This design comes from an exercise in tuning for small area, a short achievable clock period and few clock cycles on the open sky130 flow, not from production work.
Where RTL was checked, it was by simulation tests only, not by an equivalence proof against the original.
Only the layout flow was run in run 2; the RTL was not checked for function there.

==> flow/design.v, too long to show whole: its modules and the start of the top module <==
// module crc_channel: 2067 lines
module crc_channel (
    input  wire        clk,
    input  wire        rst,             
    input  wire        cmd_go,
    input  wire [2:0]  cmd_set,
    input  wire        cmd_expect_en,
    input  wire [31:0] cmd_len,
    input  wire [63:0] cmd_exp,
    input  wire        cmd_terminate,
    input  wire        in_valid,
    output wire        in_ready,
    input  wire [63:0] in_data,
    output reg         done,
    output wire [1:0]  state,
    output reg  [7:0]  code,
    output reg         match,
    output reg  [63:0] result
);
  // ...
==> flow/run.sh <==
#!/bin/bash
# synth_recipe.tcl (not shown) runs the flow's synth.tcl, then flattens the netlist and writes it again
# the make line also repeats each setting of config.mk as NAME=value (left out here)
make -C /OpenROAD-flow-scripts/flow DESIGN_CONFIG=/design/flow/config.mk WORK_HOME=/design/flow/orfs CLKGATE_MAP_FILE= SYNTH_SCRIPT=/design/flow/synth_recipe.tcl finish
==> flow/config.mk <==
export PLATFORM = sky130hd
export DESIGN_NAME = crc_channel
export DESIGN_NICKNAME = crc_channel
export VERILOG_FILES = /design/flow/design.v
export SDC_FILE = /design/flow/constraint.sdc
export NUM_CORES = 4
export LEC_CHECK = 0
export CAP_MARGIN = 20
export CORE_MARGIN = 2
export CORE_UTILIZATION = 40
export SLEW_MARGIN = 20
==> flow/constraint.sdc <==
create_clock -name core_clock -period 20.0 [get_ports {clk}]
set_input_delay 4.0000 -clock core_clock [delete_from_list [all_inputs] [get_ports {clk}]]
set_output_delay 4.0000 -clock core_clock [all_outputs]
set_load 0.01 [all_outputs]
==> results.toml, run 1 <==
[yosys]
yosysWarnings = 1
ys_top_cells_by_count = "xnor2_1 (918), xnor3_1 (433), nand2_1 (318)"
synth.area.top_cells = "xnor3_1 (24%), xnor2_1 (20%), edfxtp_1 (17%), dfxtp_1 (7.0%), xor2_1 (5.9%)"
yosys.area_share.simple = 0.0805

[clocking]
cts_tree = "done"
cts_setup_buffers = 0
cts_hold_buf = 0
clk_pin_slew_ns = 0.06

[hold_path]
min-delay-start = "result[39]"

[timing]
fmax_ghz = 0.130
drv_slew = 0
setup_ws_ns = 12.33
rsz0062_at_grt = "false"
fin_tns_setup_ns = 0

[place]
gp_congestion = 1.13
portBuffers = 240

[critical_path]
endpoint = "crc_q[3]"
setup.worst_path.end_class = "register"
worstPathArrival_ns = 7.97

[layout]
seq_area_sq_um = 9590

[global_routing]
grt.met3_usage = 0.175

[outcome]
status = "no timing/DRC/antenna violations"

[detailed_routing]
wirelength_um = 235000
Testbench counts, summed over its fixed seeds: cycles 17,301.
==> inputs of run 2 (changes only) <==
--- a/flow/design.v
+++ b/flow/design.v
@@ -18,75 +18,77 @@
 );
     localparam [7:0] DONE_OK          = 8'h00;
     localparam [7:0] REJECTED_INVALID = 8'h10;
     localparam [7:0] ABORTED_FAULT    = 8'h21;
     localparam [7:0] FAILED_CHECK     = 8'h32;
     reg        run_q;       
     reg        rdy_q;       
     reg        valid_q;     
+    reg        first_q;     
+    reg        pend_q;      
     reg [4:0]  sel_q;       
     reg [2:0]  k_q;         
     reg [7:0]  mask_q;      
     reg        exp_en_q;
     reg [63:0] xexp_q;      
     reg [31:3] rem_q;       
     reg [63:0] rot_q;       
     reg [63:0] prev_q;      
     reg [63:0] crc_q;       
-    function [63:0] ist0(input [2:0] p);
-        case (p)
+    function [63:0] ist0(input [2:0] k);
+        case (k)
             3'd0: ist0 = 64'h00000000FFFFFFFF;
-            3'd1: ist0 = 64'h00000000F0958FD9;
-            3'd2: ist0 = 64'h000000009A1C9D90;
-            3'd3: ist0 = 64'h00000000A32E2681;
+            3'd1: ist0 = 64'h0000000046865AA9;
+            3'd2: ist0 = 64'h00000000AF4C9D16;
+            3'd3: ist0 = 64'h00000000F47BF9CC;
             3'd4: ist0 = 64'h000000009226F562;
-            3'd5: ist0 = 64'h00000000F47BF9CC;
-            3'd6: ist0 = 64'h00000000AF4C9D16;
-            3'd7: ist0 = 64'h0000000046865AA9;
+            3'd5: ist0 = 64'h00000000A32E2681;
+            3'd6: ist0 = 64'h000000009A1C9D90;
+            3'd7: ist0 = 64'h00000000F0958FD9;
         endcase
     endfunction
-    function [63:0] ist1(input [2:0] p);
-        case (p)
+    function [63:0] ist1(input [2:0] k);
+        case (k)
             3'd0: ist1 = 64'h00000000FFFFFFFF;
-            3'd1: ist1 = 64'h00000000A942E6BC;
-            3'd2: ist1 = 64'h000000002804363B;
-            3'd3: ist1 = 64'h0000000096DB52A8;
+            3'd1: ist1 = 64'h00000000F145FF88;
+            3'd2: ist1 = 64'h0000000008DE2648;
+            3'd3: ist1 = 64'h00000000CBAA9B55;
             3'd4: ist1 = 64'h00000000641F6454;
-            3'd5: ist1 = 64'h00000000CBAA9B55;
-            3'd6: ist1 = 64'h0000000008DE2648;
-            3'd7: ist1 = 64'h00000000F145FF88;
+            3'd5: ist1 = 64'h0000000096DB52A8;
+            3'd6: ist1 = 64'h000000002804363B;
+            3'd7: ist1 = 64'h00000000A942E6BC;
         endcase
     endfunction
-    function [63:0] ist2(input [2:0] p);
-        case (p)
+    function [63:0] ist2(input [2:0] k);
+        case (k)
             3'd0: ist2 = 64'h000000000000FFFF;
-            3'd1: ist2 = 64'h0000000000000C1E;
-            3'd2: ist2 = 64'h000000000000CF84;
-            3'd3: ist2 = 64'h000000000000712D;
+            3'd1: ist2 = 64'h000000000000B18D;
+            3'd2: ist2 = 64'h00000000000025F1;
+            3'd3: ist2 = 64'h0000000000003EDA;
             3'd4: ist2 = 64'h0000000000003754;
-            3'd5: ist2 = 64'h0000000000003EDA;
-            3'd6: ist2 = 64'h00000000000025F1;
-            3'd7: ist2 = 64'h000000000000B18D;
+            3'd5: ist2 = 64'h000000000000712D;
+            3'd6: ist2 = 64'h000000000000CF84;
+            3'd7: ist2 = 64'h0000000000000C1E;
         endcase
     endfunction
-    function [63:0] ist3(input [2:0] p);
-        case (p)
+    function [63:0] ist3(input [2:0] k);
+        case (k)
             3'd0: ist3 = 64'h00000000000000FF;
-            3'd1: ist3 = 64'h000000000000007D;
-            3'd2: ist3 = 64'h00000000000000C9;
-            3'd3: ist3 = 64'h0000000000000041;
+            3'd1: ist3 = 64'h000000000000000F;
+            3'd2: ist3 = 64'h000000000000009A;
+            3'd3: ist3 = 64'h0000000000000044;
             3'd4: ist3 = 64'h000000000000005A;
-            3'd5: ist3 = 64'h0000000000000044;
-            3'd6: ist3 = 64'h000000000000009A;
-            3'd7: ist3 = 64'h000000000000000F;
+            3'd5: ist3 = 64'h0000000000000041;
+            3'd6: ist3 = 64'h00000000000000C9;
+            3'd7: ist3 = 64'h000000000000007D;
         endcase
     endfunction
-    function [63:0] ist4(input [2:0] p);
-        case (p)
+    function [63:0] ist4(input [2:0] k);
+        case (k)
             3'd0: ist4 = 64'h0000000000000000;
             3'd1: ist4 = 64'h0000000000000000;
             3'd2: ist4 = 64'h0000000000000000;
             3'd3: ist4 = 64'h0000000000000000;
             3'd4: ist4 = 64'h0000000000000000;
             3'd5: ist4 = 64'h0000000000000000;
             3'd6: ist4 = 64'h0000000000000000;
             3'd7: ist4 = 64'h0000000000000000;
@@ -97,17 +99,20 @@
     wire [63:0]  rot_in = dd >> {kin, 3'b000};
     wire [63:0]  window;
     genvar gj;
     generate
         for (gj = 0; gj < 8; gj = gj + 1) begin : g_win
             assign window[8*gj +: 8] = mask_q[gj] ? rot_q[8*gj +: 8] : prev_q[8*gj +: 8];
         end
     endgenerate
-    wire [63:0]  x = window ^ crc_q;
+    wire [63:0]  init_st = ({64{sel_q[0]}} & ist0(k_q)) | ({64{sel_q[1]}} & ist1(k_q)) |
+                           ({64{sel_q[2]}} & ist2(k_q)) | ({64{sel_q[3]}} & ist3(k_q)) |
+                           ({64{sel_q[4]}} & ist4(k_q));
+    wire [63:0]  x = window ^ (first_q ? init_st : crc_q);
     wire c0 = x[12] ^ x[13];
     wire c1 = x[18] ^ x[36];
     wire c2 = x[14] ^ x[42];
     wire c3 = x[11] ^ x[32];
     wire c4 = x[15] ^ x[38];
     wire c5 = x[3] ^ x[61];
     wire c6 = x[40] ^ x[49];
     wire c7 = x[19] ^ x[37];
@@ -1841,17 +1846,16 @@
     wire y4_62 = y4_62_t4 ^ y4_62_t5;
     wire y4_63_t0 = c65 ^ c41;
     wire y4_63_t1 = c373 ^ c267;
     wire y4_63_t2 = c379 ^ c429;
     wire y4_63_t3 = c445 ^ y4_63_t0;
     wire y4_63_t4 = y4_63_t1 ^ y4_63_t2;
     wire y4_63 = y4_63_t3 ^ y4_63_t4;
     wire [63:0] st_new;      
-    wire [63:0] nat_new;     
     assign st_new[0] = (sel_q[0] & y0_0) | (sel_q[1] & y1_0) | (sel_q[2] & y2_8) | (sel_q[3] & y3_0) | (sel_q[4] & y4_56);
     assign st_new[1] = (sel_q[0] & y0_1) | (sel_q[1] & y1_1) | (sel_q[2] & y2_9) | (sel_q[3] & y3_1) | (sel_q[4] & y4_57);
     assign st_new[2] = (sel_q[0] & y0_2) | (sel_q[1] & y1_2) | (sel_q[2] & y2_10) | (sel_q[3] & y3_2) | (sel_q[4] & y4_58);
     assign st_new[3] = (sel_q[0] & y0_3) | (sel_q[1] & y1_3) | (sel_q[2] & y2_11) | (sel_q[3] & y3_3) | (sel_q[4] & y4_59);
     assign st_new[4] = (sel_q[0] & y0_4) | (sel_q[1] & y1_4) | (sel_q[2] & y2_12) | (sel_q[3] & y3_4) | (sel_q[4] & y4_60);
     assign st_new[5] = (sel_q[0] & y0_5) | (sel_q[1] & y1_5) | (sel_q[2] & y2_13) | (sel_q[3] & y3_5) | (sel_q[4] & y4_61);
     assign st_new[6] = (sel_q[0] & y0_6) | (sel_q[1] & y1_6) | (sel_q[2] & y2_14) | (sel_q[3] & y3_6) | (sel_q[4] & y4_62);
     assign st_new[7] = (sel_q[0] & y0_7) | (sel_q[1] & y1_7) | (sel_q[2] & y2_15) | (sel_q[3] & y3_7) | (sel_q[4] & y4_63);
@@ -1906,162 +1910,164 @@
     assign st_new[56] = (sel_q[4] & y4_0);
     assign st_new[57] = (sel_q[4] & y4_1);
     assign st_new[58] = (sel_q[4] & y4_2);
     assign st_new[59] = (sel_q[4] & y4_3);
     assign st_new[60] = (sel_q[4] & y4_4);
     assign st_new[61] = (sel_q[4] & y4_5);
     assign st_new[62] = (sel_q[4] & y4_6);
     assign st_new[63] = (sel_q[4] & y4_7);
-    assign nat_new[0] = (sel_q[0] & y0_0) | (sel_q[1] & y1_0) | (sel_q[2] & y2_0) | (sel_q[3] & y3_0) | (sel_q[4] & y4_0);
-    assign nat_new[1] = (sel_q[0] & y0_1) | (sel_q[1] & y1_1) | (sel_q[2] & y2_1) | (sel_q[3] & y3_1) | (sel_q[4] & y4_1);
-    assign nat_new[2] = (sel_q[0] & y0_2) | (sel_q[1] & y1_2) | (sel_q[2] & y2_2) | (sel_q[3] & y3_2) | (sel_q[4] & y4_2);
-    assign nat_new[3] = (sel_q[0] & y0_3) | (sel_q[1] & y1_3) | (sel_q[2] & y2_3) | (sel_q[3] & y3_3) | (sel_q[4] & y4_3);
-    assign nat_new[4] = (sel_q[0] & y0_4) | (sel_q[1] & y1_4) | (sel_q[2] & y2_4) | (sel_q[3] & y3_4) | (sel_q[4] & y4_4);
-    assign nat_new[5] = (sel_q[0] & y0_5) | (sel_q[1] & y1_5) | (sel_q[2] & y2_5) | (sel_q[3] & y3_5) | (sel_q[4] & y4_5);
-    assign nat_new[6] = (sel_q[0] & y0_6) | (sel_q[1] & y1_6) | (sel_q[2] & y2_6) | (sel_q[3] & y3_6) | (sel_q[4] & y4_6);
-    assign nat_new[7] = (sel_q[0] & y0_7) | (sel_q[1] & y1_7) | (sel_q[2] & y2_7) | (sel_q[3] & y3_7) | (sel_q[4] & y4_7);
-    assign nat_new[8] = (sel_q[0] & y0_8) | (sel_q[1] & y1_8) | (sel_q[2] & y2_8) | (sel_q[4] & y4_8);
-    assign nat_new[9] = (sel_q[0] & y0_9) | (sel_q[1] & y1_9) | (sel_q[2] & y2_9) | (sel_q[4] & y4_9);
-    assign nat_new[10] = (sel_q[0] & y0_10) | (sel_q[1] & y1_10) | (sel_q[2] & y2_10) | (sel_q[4] & y4_10);
-    assign nat_new[11] = (sel_q[0] & y0_11) | (sel_q[1] & y1_11) | (sel_q[2] & y2_11) | (sel_q[4] & y4_11);
-    assign nat_new[12] = (sel_q[0] & y0_12) | (sel_q[1] & y1_12) | (sel_q[2] & y2_12) | (sel_q[4] & y4_12);
-    assign nat_new[13] = (sel_q[0] & y0_13) | (sel_q[1] & y1_13) | (sel_q[2] & y2_13) | (sel_q[4] & y4_13);
-    assign nat_new[14] = (sel_q[0] & y0_14) | (sel_q[1] & y1_14) | (sel_q[2] & y2_14) | (sel_q[4] & y4_14);
-    assign nat_new[15] = (sel_q[0] & y0_15) | (sel_q[1] & y1_15) | (sel_q[2] & y2_15) | (sel_q[4] & y4_15);
-    assign nat_new[16] = (sel_q[0] & y0_16) | (sel_q[1] & y1_16) | (sel_q[4] & y4_16);
-    assign nat_new[17] = (sel_q[0] & y0_17) | (sel_q[1] & y1_17) | (sel_q[4] & y4_17);
-    assign nat_new[18] = (sel_q[0] & y0_18) | (sel_q[1] & y1_18) | (sel_q[4] & y4_18);
-    assign nat_new[19] = (sel_q[0] & y0_19) | (sel_q[1] & y1_19) | (sel_q[4] & y4_19);
-    assign nat_new[20] = (sel_q[0] & y0_20) | (sel_q[1] & y1_20) | (sel_q[4] & y4_20);
-    assign nat_new[21] = (sel_q[0] & y0_21) | (sel_q[1] & y1_21) | (sel_q[4] & y4_21);
-    assign nat_new[22] = (sel_q[0] & y0_22) | (sel_q[1] & y1_22) | (sel_q[4] & y4_22);
-    assign nat_new[23] = (sel_q[0] & y0_23) | (sel_q[1] & y1_23) | (sel_q[4] & y4_23);
-    assign nat_new[24] = (sel_q[0] & y0_24) | (sel_q[1] & y1_24) | (sel_q[4] & y4_24);
-    assign nat_new[25] = (sel_q[0] & y0_25) | (sel_q[1] & y1_25) | (sel_q[4] & y4_25);
-    assign nat_new[26] = (sel_q[0] & y0_26) | (sel_q[1] & y1_26) | (sel_q[4] & y4_26);
-    assign nat_new[27] = (sel_q[0] & y0_27) | (sel_q[1] & y1_27) | (sel_q[4] & y4_27);
-    assign nat_new[28] = (sel_q[0] & y0_28) | (sel_q[1] & y1_28) | (sel_q[4] & y4_28);
-    assign nat_new[29] = (sel_q[0] & y0_29) | (sel_q[1] & y1_29) | (sel_q[4] & y4_29);
-    assign nat_new[30] = (sel_q[0] & y0_30) | (sel_q[1] & y1_30) | (sel_q[4] & y4_30);
-    assign nat_new[31] = (sel_q[0] & y0_31) | (sel_q[1] & y1_31) | (sel_q[4] & y4_31);
-    assign nat_new[32] = (sel_q[4] & y4_32);
-    assign nat_new[33] = (sel_q[4] & y4_33);
-    assign nat_new[34] = (sel_q[4] & y4_34);
-    assign nat_new[35] = (sel_q[4] & y4_35);
-    assign nat_new[36] = (sel_q[4] & y4_36);
-    assign nat_new[37] = (sel_q[4] & y4_37);
-    assign nat_new[38] = (sel_q[4] & y4_38);
-    assign nat_new[39] = (sel_q[4] & y4_39);
-    assign nat_new[40] = (sel_q[4] & y4_40);
-    assign nat_new[41] = (sel_q[4] & y4_41);
-    assign nat_new[42] = (sel_q[4] & y4_42);
-    assign nat_new[43] = (sel_q[4] & y4_43);
-    assign nat_new[44] = (sel_q[4] & y4_44);
-    assign nat_new[45] = (sel_q[4] & y4_45);
-    assign nat_new[46] = (sel_q[4] & y4_46);
-    assign nat_new[47] = (sel_q[4] & y4_47);
-    assign nat_new[48] = (sel_q[4] & y4_48);
-    assign nat_new[49] = (sel_q[4] & y4_49);
-    assign nat_new[50] = (sel_q[4] & y4_50);
-    assign nat_new[51] = (sel_q[4] & y4_51);
-    assign nat_new[52] = (sel_q[4] & y4_52);
-    assign nat_new[53] = (sel_q[4] & y4_53);
-    assign nat_new[54] = (sel_q[4] & y4_54);
-    assign nat_new[55] = (sel_q[4] & y4_55);
-    assign nat_new[56] = (sel_q[4] & y4_56);
-    assign nat_new[57] = (sel_q[4] & y4_57);
-    assign nat_new[58] = (sel_q[4] & y4_58);
-    assign nat_new[59] = (sel_q[4] & y4_59);
-    assign nat_new[60] = (sel_q[4] & y4_60);
-    assign nat_new[61] = (sel_q[4] & y4_61);
-    assign nat_new[62] = (sel_q[4] & y4_62);
-    assign nat_new[63] = (sel_q[4] & y4_63);
+    wire [63:0] nat;         
+    assign nat[0] = (sel_q[0] & crc_q[0]) | (sel_q[1] & crc_q[0]) | (sel_q[2] & crc_q[8]) | (sel_q[3] & crc_q[0]) | (sel_q[4] & crc_q[56]);
+    assign nat[1] = (sel_q[0] & crc_q[1]) | (sel_q[1] & crc_q[1]) | (sel_q[2] & crc_q[9]) | (sel_q[3] & crc_q[1]) | (sel_q[4] & crc_q[57]);
+    assign nat[2] = (sel_q[0] & crc_q[2]) | (sel_q[1] & crc_q[2]) | (sel_q[2] & crc_q[10]) | (sel_q[3] & crc_q[2]) | (sel_q[4] & crc_q[58]);
+    assign nat[3] = (sel_q[0] & crc_q[3]) | (sel_q[1] & crc_q[3]) | (sel_q[2] & crc_q[11]) | (sel_q[3] & crc_q[3]) | (sel_q[4] & crc_q[59]);
+    assign nat[4] = (sel_q[0] & crc_q[4]) | (sel_q[1] & crc_q[4]) | (sel_q[2] & crc_q[12]) | (sel_q[3] & crc_q[4]) | (sel_q[4] & crc_q[60]);
+    assign nat[5] = (sel_q[0] & crc_q[5]) | (sel_q[1] & crc_q[5]) | (sel_q[2] & crc_q[13]) | (sel_q[3] & crc_q[5]) | (sel_q[4] & crc_q[61]);
+    assign nat[6] = (sel_q[0] & crc_q[6]) | (sel_q[1] & crc_q[6]) | (sel_q[2] & crc_q[14]) | (sel_q[3] & crc_q[6]) | (sel_q[4] & crc_q[62]);
+    assign nat[7] = (sel_q[0] & crc_q[7]) | (sel_q[1] & crc_q[7]) | (sel_q[2] & crc_q[15]) | (sel_q[3] & crc_q[7]) | (sel_q[4] & crc_q[63]);
+    assign nat[8] = (sel_q[0] & crc_q[8]) | (sel_q[1] & crc_q[8]) | (sel_q[2] & crc_q[0]) | (sel_q[4] & crc_q[48]);
+    assign nat[9] = (sel_q[0] & crc_q[9]) | (sel_q[1] & crc_q[9]) | (sel_q[2] & crc_q[1]) | (sel_q[4] & crc_q[49]);
+    assign nat[10] = (sel_q[0] & crc_q[10]) | (sel_q[1] & crc_q[10]) | (sel_q[2] & crc_q[2]) | (sel_q[4] & crc_q[50]);
+    assign nat[11] = (sel_q[0] & crc_q[11]) | (sel_q[1] & crc_q[11]) | (sel_q[2] & crc_q[3]) | (sel_q[4] & crc_q[51]);
+    assign nat[12] = (sel_q[0] & crc_q[12]) | (sel_q[1] & crc_q[12]) | (sel_q[2] & crc_q[4]) | (sel_q[4] & crc_q[52]);
+    assign nat[13] = (sel_q[0] & crc_q[13]) | (sel_q[1] & crc_q[13]) | (sel_q[2] & crc_q[5]) | (sel_q[4] & crc_q[53]);
+    assign nat[14] = (sel_q[0] & crc_q[14]) | (sel_q[1] & crc_q[14]) | (sel_q[2] & crc_q[6]) | (sel_q[4] & crc_q[54]);
+    assign nat[15] = (sel_q[0] & crc_q[15]) | (sel_q[1] & crc_q[15]) | (sel_q[2] & crc_q[7]) | (sel_q[4] & crc_q[55]);
+    assign nat[16] = (sel_q[0] & crc_q[16]) | (sel_q[1] & crc_q[16]) | (sel_q[4] & crc_q[40]);
+    assign nat[17] = (sel_q[0] & crc_q[17]) | (sel_q[1] & crc_q[17]) | (sel_q[4] & crc_q[41]);
+    assign nat[18] = (sel_q[0] & crc_q[18]) | (sel_q[1] & crc_q[18]) | (sel_q[4] & crc_q[42]);
+    assign nat[19] = (sel_q[0] & crc_q[19]) | (sel_q[1] & crc_q[19]) | (sel_q[4] & crc_q[43]);
+    assign nat[20] = (sel_q[0] & crc_q[20]) | (sel_q[1] & crc_q[20]) | (sel_q[4] & crc_q[44]);
+    assign nat[21] = (sel_q[0] & crc_q[21]) | (sel_q[1] & crc_q[21]) | (sel_q[4] & crc_q[45]);
+    assign nat[22] = (sel_q[0] & crc_q[22]) | (sel_q[1] & crc_q[22]) | (sel_q[4] & crc_q[46]);
+    assign nat[23] = (sel_q[0] & crc_q[23]) | (sel_q[1] & crc_q[23]) | (sel_q[4] & crc_q[47]);
+    assign nat[24] = (sel_q[0] & crc_q[24]) | (sel_q[1] & crc_q[24]) | (sel_q[4] & crc_q[32]);
+    assign nat[25] = (sel_q[0] & crc_q[25]) | (sel_q[1] & crc_q[25]) | (sel_q[4] & crc_q[33]);
+    assign nat[26] = (sel_q[0] & crc_q[26]) | (sel_q[1] & crc_q[26]) | (sel_q[4] & crc_q[34]);
+    assign nat[27] = (sel_q[0] & crc_q[27]) | (sel_q[1] & crc_q[27]) | (sel_q[4] & crc_q[35]);
+    assign nat[28] = (sel_q[0] & crc_q[28]) | (sel_q[1] & crc_q[28]) | (sel_q[4] & crc_q[36]);
+    assign nat[29] = (sel_q[0] & crc_q[29]) | (sel_q[1] & crc_q[29]) | (sel_q[4] & crc_q[37]);
+    assign nat[30] = (sel_q[0] & crc_q[30]) | (sel_q[1] & crc_q[30]) | (sel_q[4] & crc_q[38]);
+    assign nat[31] = (sel_q[0] & crc_q[31]) | (sel_q[1] & crc_q[31]) | (sel_q[4] & crc_q[39]);
+    assign nat[32] = (sel_q[4] & crc_q[24]);
+    assign nat[33] = (sel_q[4] & crc_q[25]);
+    assign nat[34] = (sel_q[4] & crc_q[26]);
+    assign nat[35] = (sel_q[4] & crc_q[27]);
+    assign nat[36] = (sel_q[4] & crc_q[28]);
+    assign nat[37] = (sel_q[4] & crc_q[29]);
+    assign nat[38] = (sel_q[4] & crc_q[30]);
+    assign nat[39] = (sel_q[4] & crc_q[31]);
+    assign nat[40] = (sel_q[4] & crc_q[16]);
+    assign nat[41] = (sel_q[4] & crc_q[17]);
+    assign nat[42] = (sel_q[4] & crc_q[18]);
+    assign nat[43] = (sel_q[4] & crc_q[19]);
+    assign nat[44] = (sel_q[4] & crc_q[20]);
+    assign nat[45] = (sel_q[4] & crc_q[21]);
+    assign nat[46] = (sel_q[4] & crc_q[22]);
+    assign nat[47] = (sel_q[4] & crc_q[23]);
+    assign nat[48] = (sel_q[4] & crc_q[8]);
+    assign nat[49] = (sel_q[4] & crc_q[9]);
+    assign nat[50] = (sel_q[4] & crc_q[10]);
+    assign nat[51] = (sel_q[4] & crc_q[11]);
+    assign nat[52] = (sel_q[4] & crc_q[12]);
+    assign nat[53] = (sel_q[4] & crc_q[13]);
+    assign nat[54] = (sel_q[4] & crc_q[14]);
+    assign nat[55] = (sel_q[4] & crc_q[15]);
+    assign nat[56] = (sel_q[4] & crc_q[0]);
+    assign nat[57] = (sel_q[4] & crc_q[1]);
+    assign nat[58] = (sel_q[4] & crc_q[2]);
+    assign nat[59] = (sel_q[4] & crc_q[3]);
+    assign nat[60] = (sel_q[4] & crc_q[4]);
+    assign nat[61] = (sel_q[4] & crc_q[5]);
+    assign nat[62] = (sel_q[4] & crc_q[6]);
+    assign nat[63] = (sel_q[4] & crc_q[7]);
     wire [63:0] xorout  = {32'h0, {24{sel_q[0] | sel_q[1]}}, {8{sel_q[0] | sel_q[1] | sel_q[3]}}};
-    wire [63:0] res_new = nat_new ^ xorout;
-    wire        eq      = (nat_new == xexp_q);
+    wire [63:0] res_new = nat ^ xorout;
+    wire        eq      = (nat == xexp_q);
     wire       idle    = !run_q;
     wire       invalid = cmd_set[2] & (cmd_set[1] | cmd_set[0]);
     wire       len0    = (cmd_len == 32'd0);
     wire       len_le8 = (cmd_len[31:4] == 28'd0) && !(cmd_len[3] && cmd_len[2:0] != 3'd0);
     wire       start   = idle && cmd_go && !invalid && !len0;
     wire       take    = in_valid && rdy_q;
     wire       proc    = run_q && valid_q;
     wire       knz     = (k_q != 3'd0);
     wire       last    = (rem_q[31:4] == 28'd0) && !(rem_q[3] && knz);
     wire       gt16    = (rem_q[31:5] != 27'd0) || (rem_q[4] && (rem_q[3] || knz));
-    wire       term    = run_q && cmd_terminate;
-    wire       fin     = proc && last && !cmd_terminate;
     wire [4:0] sel_in  = (cmd_set == 3'd0) ? 5'b00001 :
                          (cmd_set == 3'd1) ? 5'b00010 :
                          (cmd_set == 3'd2) ? 5'b00100 :
                          (cmd_set == 3'd3) ? 5'b01000 : 5'b10000;
     wire [63:0] xo_in  = {32'h0, {24{sel_in[0] | sel_in[1]}}, {8{sel_in[0] | sel_in[1] | sel_in[3]}}};
     wire [2:0]  p_in   = 3'd0 - cmd_len[2:0];
-    wire [63:0] init_in = ({64{sel_in[0]}} & ist0(p_in)) | ({64{sel_in[1]}} & ist1(p_in)) |
-                          ({64{sel_in[2]}} & ist2(p_in)) | ({64{sel_in[3]}} & ist3(p_in)) |
-                          ({64{sel_in[4]}} & ist4(p_in));
     integer i;
     assign in_ready = rdy_q;
     assign state    = {1'b0, run_q};
     always @(posedge clk) begin
         rot_q   <= rot_in;
         valid_q <= take;
         if (idle) begin
             sel_q    <= sel_in;
             k_q      <= cmd_len[2:0];
             for (i = 0; i < 8; i = i + 1)
                 mask_q[i] <= (i >= p_in);
             exp_en_q <= cmd_expect_en;
             xexp_q   <= cmd_exp ^ xo_in;
             rem_q    <= cmd_len[31:3];
-            crc_q    <= init_in;
         end else if (proc) begin
             rem_q    <= rem_q - 29'd1;
-            crc_q    <= st_new;
         end
+        if (proc)
+            crc_q <= st_new;
         prev_q  <= proc ? rot_q : (run_q ? prev_q : 64'h0);
+        first_q <= idle ? 1'b1 : (proc ? 1'b0 : first_q);
     end
     always @(posedge clk) begin
         if (rst) begin
             run_q  <= 1'b0;
             rdy_q  <= 1'b1;
+            pend_q <= 1'b0;
             done   <= 1'b0;
             code   <= 8'h00;
             match  <= 1'b0;
             result <= 64'h0;
         end else begin
             done <= 1'b0;
             if (idle) begin
-                rdy_q <= !(start && in_valid && len_le8);
+                rdy_q  <= !(start && in_valid && len_le8);
+                pend_q <= 1'b0;
                 if (cmd_go) begin
                     if (invalid) begin
                         code <= REJECTED_INVALID;
                         done <= 1'b1;
                     end else if (len0) begin
                         code <= DONE_OK;
                         done <= 1'b1;
                     end else begin
                         run_q <= 1'b1;
                     end
                 end
-            end else if (term) begin
-                code  <= ABORTED_FAULT;
-                done  <= 1'b1;
-                run_q <= 1'b0;
-                rdy_q <= 1'b1;
-            end else if (fin) begin
+            end else if (cmd_terminate) begin
+                code   <= ABORTED_FAULT;
+                done   <= 1'b1;
+                run_q  <= 1'b0;
+                rdy_q  <= 1'b1;
+                pend_q <= 1'b0;
+            end else if (pend_q) begin
                 result <= res_new;
                 if (exp_en_q) begin
                     match <= eq;
                     code  <= eq ? DONE_OK : FAILED_CHECK;
                 end else begin
                     code  <= DONE_OK;
                 end
-                done  <= 1'b1;
-                run_q <= 1'b0;
-                rdy_q <= 1'b1;
+                done   <= 1'b1;
+                run_q  <= 1'b0;
+                rdy_q  <= 1'b1;
+                pend_q <= 1'b0;
             end else begin
-                rdy_q <= valid_q ? (take ? gt16 : !last) : (take ? !last : 1'b1);
+                pend_q <= proc && last;
+                rdy_q  <= valid_q ? (take ? gt16 : !last) : (take ? !last : 1'b1);
             end
         end
     end
 endmodule
==> results.toml, run 2 <==
[outcome]
status = "no timing/DRC/antenna violations"

[critical_path]
cp_max_fo = 64
r2r-start = "first_q"
worst-setup-path-type = "register to register"
setup.worst_path.end_class = "register"
worstPathRequired_ns = 20.25
r2r_cells = 14
reg2reg_to = "crc_q[14]"
startpoint_type = "register"
reg2reg_slack_ns = 13.29
worstPathArrival_ns = 6.96

[timing]
skew_ns = 0.0565
finalHoldViolations = 0
setup_ws_ns = 13.29
relSlewSlack = 0.0980
worst_hold_slack_ns = 0.449
min_period_ns = 6.71
rsz0062_at_grt = "false"
fin_tns_setup_ns = 0
fmax_ghz = 0.149
drv_slew = 0
tightest_slew_ns = 1.34
fin_crit_sh = 0.335
finalSetupViolCount = 0

[layout]
final_core_util = 0.469
nets = 4167
finish.instance_area_sq_um = 46700
final_common_cell = "xnor2_1"
fillers = 9315
mostFrequentLayoutCells = "xnor2_1 (929), xor2_1 (340), nand2_1 (304)"
areaGrowthSynthToFinish_pct = 16.6
layout-drive-gt1-share = 0.110

[global_routing]
antenna_found_initial = 13
groute.usage.overall = 0.439
grt_pass1_vias = 30500
overflow = 0
grt_pass1_wl_um = 296000
grt_max_degree = 147

[place]
place_ws_ns = 13.34
dpl-instance-area_sq_um = 45200
gp_congestion = 1.11
dp_hpwl_um = 180000
portBuffers = 240

[yosys]
yosysMostFrequentCell = "xnor2_1"
ys_top_cells_by_count = "xnor2_1 (968), xor2_1 (348), nand2_1 (305)"
yosysTopAreaCellShare = 0.212
ys.flop_type = "edfxtp_1"
syn-cell-area_sq_um = 40100
synth_cells = 3721
yosysWarnings = 1
synth_edf_count = 226
ys_types = 71
syn_avg_cell_area_sq_um = 10.8
ys_ff_latch = 432
yosys.area.top_type = "xnor2_1"
yosysSeqAreaShare = 0.272
ys_async_sr_fraction = 0
synth.area.top_cells = "xnor2_1 (21%), edfxtp_1 (17%), xnor3_1 (15%), dfxtp_1 (10%), xor2_1 (7.6%)"

[clocking]
cts_hold_buf = 0
clk_pin_slew_ns = 0.07
htree_num_levels = 2
cts_resized = 0
cts_made_buffers = 44
clkSinkCount = 432
clkLatencyLatePin_ns = 0.63
cts_tree = "done"
cts_setup_buffers = 0
cts-root-buf = "clkbuf_16"
cts_buffer_depth = 3

[detailed_routing]
drt_iter0_markers = 4944
viasPerCell = 6.03
vias = 32100
antenna_left = 0
post_drt_wl_per_cell_um = 43.1
wirelength_um = 230000
drt_pre_antenna_iters = 6
drc = 0

[die]
die_area_sq_um = 103000
fp.coreArea_sq_um = 99700
die_w_um = 321
rows = 116
ios = 246
fp.dieH_um = 321
start_util = 0.402

[hold_path]
hold-path-cell-count = 2
min_path_type = "register to register"
min-delay-start = "result[53]"
min_to = "result[53]"

[flow_run]
drv_cap = 0
run 2: cell type report:
type                       count  area, sq um  area share
antenna                        6         15.0    0.000321
clock buffer                  61         1280      0.0274
clock inverter                21          209     0.00447
inverter                      34          129     0.00276
multi-input combinational   3043        28700       0.615
sequential                   432        10900       0.234
tap                         1298         1620      0.0347
timing repair buffer         430         3850      0.0823
run 2: cells by family after synthesis:
logic type	after synthesis	share of synthesized area
other	1	0.0000936
flip-flops	432	0.272
buffers and inverters	250	0.0286
XOR/XNOR	1699	0.495
adder cells (fa/ha/maj)	13	0.00406
AND/OR/NAND/NOR	755	0.0854
AO/OA/AOI/OAI	376	0.0647
multiplexers	195	0.0496
run 2: worst max path at each step:
stage | startpoint | end | cells after the start
2_1_floorplan | cmd_len[1] | ist0$func$/design/flow/design.v:107$5471.$result[19] | 9
3_3_place_gp | cmd_len[0] | rot_q[9] | 7
3_5_place_dp | cmd_len[0] | rot_q[9] | 7
4_1_cts | first_q | crc_q[14] | 14
5_1_grt | first_q | crc_q[13] | 12
6_report | first_q | crc_q[14] | 14
run 2: critical path, stage by stage, from the launching register on:
cell      delay, ns
dfxtp_2        0.60
buf_4          0.73
nor2b_1        0.24
xnor2_4        0.18
buf_4          0.40
xor3_2         0.52
buf_4          0.31
xnor2_2        0.58
buf_4          0.36
xor2_2         0.09
buf_4          0.22
xnor2_1        0.60
xnor3_1        0.52
a222oi_1       0.51
o21ai_0        0.38
run 2: through the flow:
stage                     cells
after floorplan            3725
after global placement     5236
after detailed placement   5237
after CTS                  5319
after global routing       5319
final                      5325
run 2: routing by layer:
metal / track usage / part of all wire
met5: 0 / 0.00031
met4: 0.271 / 0.076
met3: 0.190 / 0.14
met2: 0.596 / 0.39
met1: 0.568 / 0.40

[separate check: timing with driven ports]
The results above use ideal ports. As a check the final layouts listed here were re-extracted and re-timed, cells and wires unchanged. Step 1 sets driving cells, clkbuf_16 on the clock port and buf_2 on the other inputs (assumed; they add their load-dependent delay and slew). Step 2 moves the port delays by t, midway between the first and last clock arrival at a register: inputs arrive t later, outputs are due t later. That takes back most of the time a late clock gives input paths. Three values: no drivers, after step 1, after step 2; two values: the first two.
run	t (ns)	setup slack, ns	worst setup path after step 2	clock arrival spread, ns	worst data-port slew with drivers (ns)
run 1	0.681	12.329 / 12.381 / 11.700	input to register	0.035 / 0.036	0.08
run 2	0.655	13.295 / 13.295 / 13.295	register to register	0.060 / 0.060	0.07
After both steps setup and hold are still met in every run listed. For run 1, which loses most, drivers alone change the setup slack by +0.052 ns; drivers and shift together by -0.629 ns.
